From an optimization exercise on the open Yosys and OpenROAD flow, aimed at small area, a short achievable clock period and few clock cycles per item; shortcuts taken in it are not production practice. At most, simulation tests tie the RTL to the original design; equivalence was not proved. Power is estimated from default activity; no workload was simulated.

== oak ==
==> flow/design.v (excerpt) <==
module mx_quant (
    input  wire        clk,
    input  wire        rst,         
    input  wire        in_valid,
    output wire        in_ready,
    input  wire [31:0] in_data,
    input  wire [1:0]  in_src,      
    input  wire [3:0]  in_dst,      
    output wire        out_valid,
    input  wire        out_ready,
    output wire [7:0]  out_code,
    output wire [7:0]  out_x,
    output wire [9:0]  out_qmax,
    output wire        out_last
);
clock: 22.0 ns
lec_check: 0
abc_area: 1
cap_margin: 0
core_margin: 2
core_utilization: 55
cts_cluster_diameter: 100
cts_cluster_size: 30
slew_margin: 0
standard.sh (not shown) runs the stock make flow with config.mk's settings and CLKGATE_MAP_FILE= SYNTH_SCRIPT=/design/flow/synth_recipe.tcl, a recipe that flattens the netlist after the stock synthesis.
==> flow/flow/run.sh <==
#!/bin/bash
# The standard ORFS layout, asked to repair timing with extra setup margin and
# with faster buffers on the ports.
set -euo pipefail
bash standard.sh SETUP_SLACK_MARGIN=16.5 "BUFFER_PORTS_ARGS=-buffer_cell sky130_fd_sc_hd__buf_2" finish > standard.log 2>&1
The final layout from oak, which completed every stage, passed the timing, DRC and antenna checks at the end of the flow.
Changes in pine relative to oak:
--- a/flow/design.v
+++ b/flow/design.v
@@ -42,12 +42,25 @@
     wire        ir_first = (in_idx == 5'd1);
     wire        ir_last  = (in_idx == 5'd0);
     wire        ir_f     = (src_in == 2'd0);
     wire        ir_b     = (src_in == 2'd1);
     wire        ir_h     = (src_in == 2'd2);
     wire [1:0]  ir_cls   = cls_in;
+    function automatic [4:0] lzc24(input [23:0] x);
+        integer i;
+        reg found;
+        begin
+            lzc24 = 5'd0;
+            found = 1'b0;
+            for (i = 23; i >= 0; i = i - 1)
+                if (!found && x[i]) begin
+                    lzc24 = 5'd23 - i[4:0];
+                    found = 1'b1;
+                end
+        end
+    endfunction
     function automatic [4:0] lzc23(input [22:0] x);
         integer i;
         reg found;
         begin
             lzc23 = 5'd0;
             found = 1'b0;
@@ -85,24 +98,33 @@
     wire [23:0] dc_n4   = dc_z4 ? {dc_n8[19:0], 4'd0} : dc_n8;
     wire        dc_z2   = (dc_n4[23:22] == 2'd0);
     wire [23:0] dc_n2   = dc_z2 ? {dc_n4[21:0], 2'd0} : dc_n4;
     wire        dc_z1   = !dc_n2[23];
     wire [23:0] dc_nv   = dc_z1 ? {dc_n2[22:0], 1'b0} : dc_n2;
     wire [4:0]  dc_lz   = {dc_z16, dc_z8, dc_z4, dc_z2, dc_z1};
+    wire [23:0] dc_pre;                         
+    genvar gj;
+    generate
+        for (gj = 0; gj < 24; gj = gj + 1) begin : g_pre
+            assign dc_pre[gj] = |dc_v[23:gj];
+        end
+    endgenerate
+    wire [15:0] dc_st8  = dc_v[15:0] & dc_pre[23:8];
+    wire [14:0] dc_st9  = dc_v[14:0] & dc_pre[23:9];
     wire [8:0]  dc_e9b  = dc_e0 ? (ir_h ? 9'd136 : 9'd24) : ({1'b0, dc_en} + 9'd23);
     wire [8:0]  dc_e9   = dc_e9b - {4'd0, dc_lz};
     wire [22:0] dc_f    = {dc_nv[22:15], 15'd0};
     wire [4:0]  h_lz    = lzc23({ir_d[9:0], 13'd0});
     wire [7:0]  h_qm    = h_e0 ? 8'd112 - {3'd0, h_lz} : h_en;
     wire [7:0]  dc_qm   = ir_f ? ir_d[30:23] : ir_b ? ir_d[14:7] : h_qm;
     wire        dc_u8   = (ir_cls == C_U8);
     wire        dc_kill = dc_zr | (dc_u8 & dc_s);
     wire [17:0] dc_pk   = {dc_kill ? 9'd0 : dc_e9,
                            dc_u8 ? dc_f[15] : dc_s,
                            dc_f[22:16],
-                           dc_u8 ? |dc_nv[14:0] : |dc_nv[15:0]};
+                           dc_u8 ? |dc_st9 : |dc_st8};
     function automatic [4:0] k1of(input [1:0] cls);
         case (cls)
             C_E4:    k1of = 5'd14;
             C_E5:    k1of = 5'd0;
             C_I8:    k1of = 5'd25;
             default: k1of = 5'd24;
@@ -214,27 +236,29 @@
     wire [4:0]  pt_ex  = (t < dmin_s) ? ex_s[4:0] : 5'd0;
     wire [17:0] pt_sh  = {pt_sig, 9'd0} >> dsh;
     wire [8:0]  pt_r   = pt_sh[17:9];
     wire        pt_g   = pt_sh[8];
     wire        pt_st  = (|pt_sh[7:0]) | pt[0];
     reg  [8:0]  c1_r;
-    reg         c1_inc, c1_s, c1_kill, c1_first, c1_last;
+    reg         c1_g, c1_st, c1_s, c1_kill, c1_first, c1_last;
     reg  [4:0]  c1_ex;
     reg  [1:0]  c1_cls;
     always @(posedge clk) begin
         if (rd) begin
             c1_r     <= pt_r;
-            c1_inc   <= pt_g & (pt_st | pt_r[0]);    
+            c1_g     <= pt_g;
+            c1_st    <= pt_st;
             c1_s     <= pt_s;
             c1_ex    <= pt_ex;
             c1_cls   <= dn_cls;
             c1_kill  <= dn_nf | !dn_nz;
             c1_first <= (hd_idx == 5'd0);
             c1_last  <= (hd_idx == 5'd31);
         end
     end
+    wire        c1_inc = c1_g & (c1_st | c1_r[0]);
     wire [8:0]  c1_rr  = c1_r + {8'd0, c1_inc};
     wire [7:0]  e4m    = {c1_ex[3:0], 3'd0} + {3'd0, c1_rr[4:0]};
     wire [7:0]  e5m    = {c1_ex, 2'd0} + {3'd0, c1_rr[4:0]};
     wire [6:0]  e4s    = (e4m > 8'd126) ? 7'd126 : e4m[6:0];
     wire [6:0]  e5s    = (e5m > 8'd123) ? 7'd123 : e5m[6:0];
     wire [6:0]  i8m    = (c1_rr > 9'd127) ? 7'd127 : c1_rr[6:0];
### Flow results
Summary of pine over oak: wire length after detailed routing went up, net switching share of the total power went up, post-synthesis to final-layout area growth did not really move, arrival time of the worst setup path went down, full die area went up.
The overall power after layout was comparable across pine and oak.
Fraction of final layout cells sized beyond drive strength 1 in pine is 0.75 points above oak.
pine -> oak: flip-flop and latch count flat
In the tables for pine and oak, final HPWL from detailed placement reads higher with pine.
Result: PASS for each of pine and oak
pine vs oak, largest net degree at the start of global routing went up by 15%.
[pine vs oak] number of gates resized after cts: lower in pine
Testbench counts of pine, summed over its fixed seeds: cycles 6,424, blocks 192.
No functional check of the RTL was part of oak.

========
Setup of JK:
mx_quant, a different RTL version from the one above (not shown whole).
Size in the first run: roughly 2000 cells after synthesis, ~720 flip-flops, roughly 71 I/O pins.
// mx_quant
module mx_quant (
    input  wire        clk,
    input  wire        rst,         
    input  wire        in_valid,
    output wire        in_ready,
    input  wire [31:0] in_data,
    input  wire [1:0]  in_src,      
    input  wire [3:0]  in_dst,      
    output wire        out_valid,
    input  wire        out_ready,
    output wire [7:0]  out_code,
    output wire [7:0]  out_x,
    output wire [9:0]  out_qmax,
    output wire        out_last
);
clock: 22.0 ns
lec_check: 0
abc_area: 1
cap_margin: 0
core_margin: 2
core_utilization: 55
cts_cluster_diameter: 100
cts_cluster_size: 30
slew_margin: 0
Scripts as last shown in full above: flow/flow/run.sh
JK reached the final stage; the timing, DRC and antenna checks on its layout passed.
[inputs] MS vs JK
--- a/flow/design.v
+++ b/flow/design.v
@@ -41,27 +41,14 @@
     wire in_fire = in_valid & in_rdy;
     wire        ir_first = (in_idx == 5'd1);
     wire        ir_last  = (in_idx == 5'd0);
     wire        ir_f     = (src_in == 2'd0);
     wire        ir_b     = (src_in == 2'd1);
     wire        ir_h     = (src_in == 2'd2);
     wire [1:0]  ir_cls   = cls_in;
-    function automatic [4:0] lzc24(input [23:0] x);
-        integer i;
-        reg found;
-        begin
-            lzc24 = 5'd0;
-            found = 1'b0;
-            for (i = 23; i >= 0; i = i - 1)
-                if (!found && x[i]) begin
-                    lzc24 = 5'd23 - i[4:0];
-                    found = 1'b1;
-                end
-        end
-    endfunction
     function automatic [4:0] lzc23(input [22:0] x);
         integer i;
         reg found;
         begin
             lzc23 = 5'd0;
             found = 1'b0;
             for (i = 22; i >= 0; i = i - 1)
==> run notes <==
- As far as clock-cell share of area goes, MS and JK are indistinguishable; the numbers are identical.
- As far as area after synthesis goes, JK and MS are indistinguishable; the numbers are identical.
- Diff MS..JK | area of the die | unchanged
- Diff JK -> MS: worst setup slack after placement saw little to no change; global-route usage saw little to no change.
- From JK to MS, synthesized cell count did not move at all.
- JK and MS ended up with roughly the same final period utilization.
- Diff MS..JK | area of all placed cells without fillers | unchanged
Testbench counts of MS, summed over its fixed seeds: cycles 6,424, blocks 192.
The RTL of JK was laid out without a check of its function.

what the ideal ports hide:
In the flow no input, the clock included, has a driving cell. The finished layouts below were timed again as built, in two steps.
Step 1 (the two cells are an assumption about what drives the block):
set clk [get_ports {clk}]
set_driving_cell -lib_cell sky130_fd_sc_hd__clkbuf_16 $clk
set_driving_cell -lib_cell sky130_fd_sc_hd__buf_2 [delete_from_list [all_inputs] $clk]
Step 2 adds t to the input delays and takes it off the output delays; t is the mean of the earliest and latest rising clock arrival at the registers after step 1. Input paths then give back, and output paths get back, about the clock's delay inside the block.
Slacks: ideal / step 1 / step 2; pairs: ideal / step 1.
run | t (ns) | slack for setup (ns) | hold slack, ns | worst setup path after step 2 | worst slew at a driven data input, ns
oak | 0.649 | 16.418 / 16.364 / 16.302 | 0.321 / 0.321 / 0.321 | input to register | 0.09
pine | 0.655 | 16.466 / 16.412 / 16.194 | 0.319 / 0.319 / 0.319 | input to register | 0.08
JK | 0.663 | 16.442 / 16.388 / 16.247 | 0.319 / 0.319 / 0.319 | input to register | 0.05
MS | 0.663 | 16.442 / 16.388 / 16.247 | 0.319 / 0.319 / 0.319 | input to register | 0.05
After both steps every run listed still meets setup and hold. For pine, which loses most, drivers alone change the setup slack by -0.054 ns; drivers and shift together by -0.272 ns.
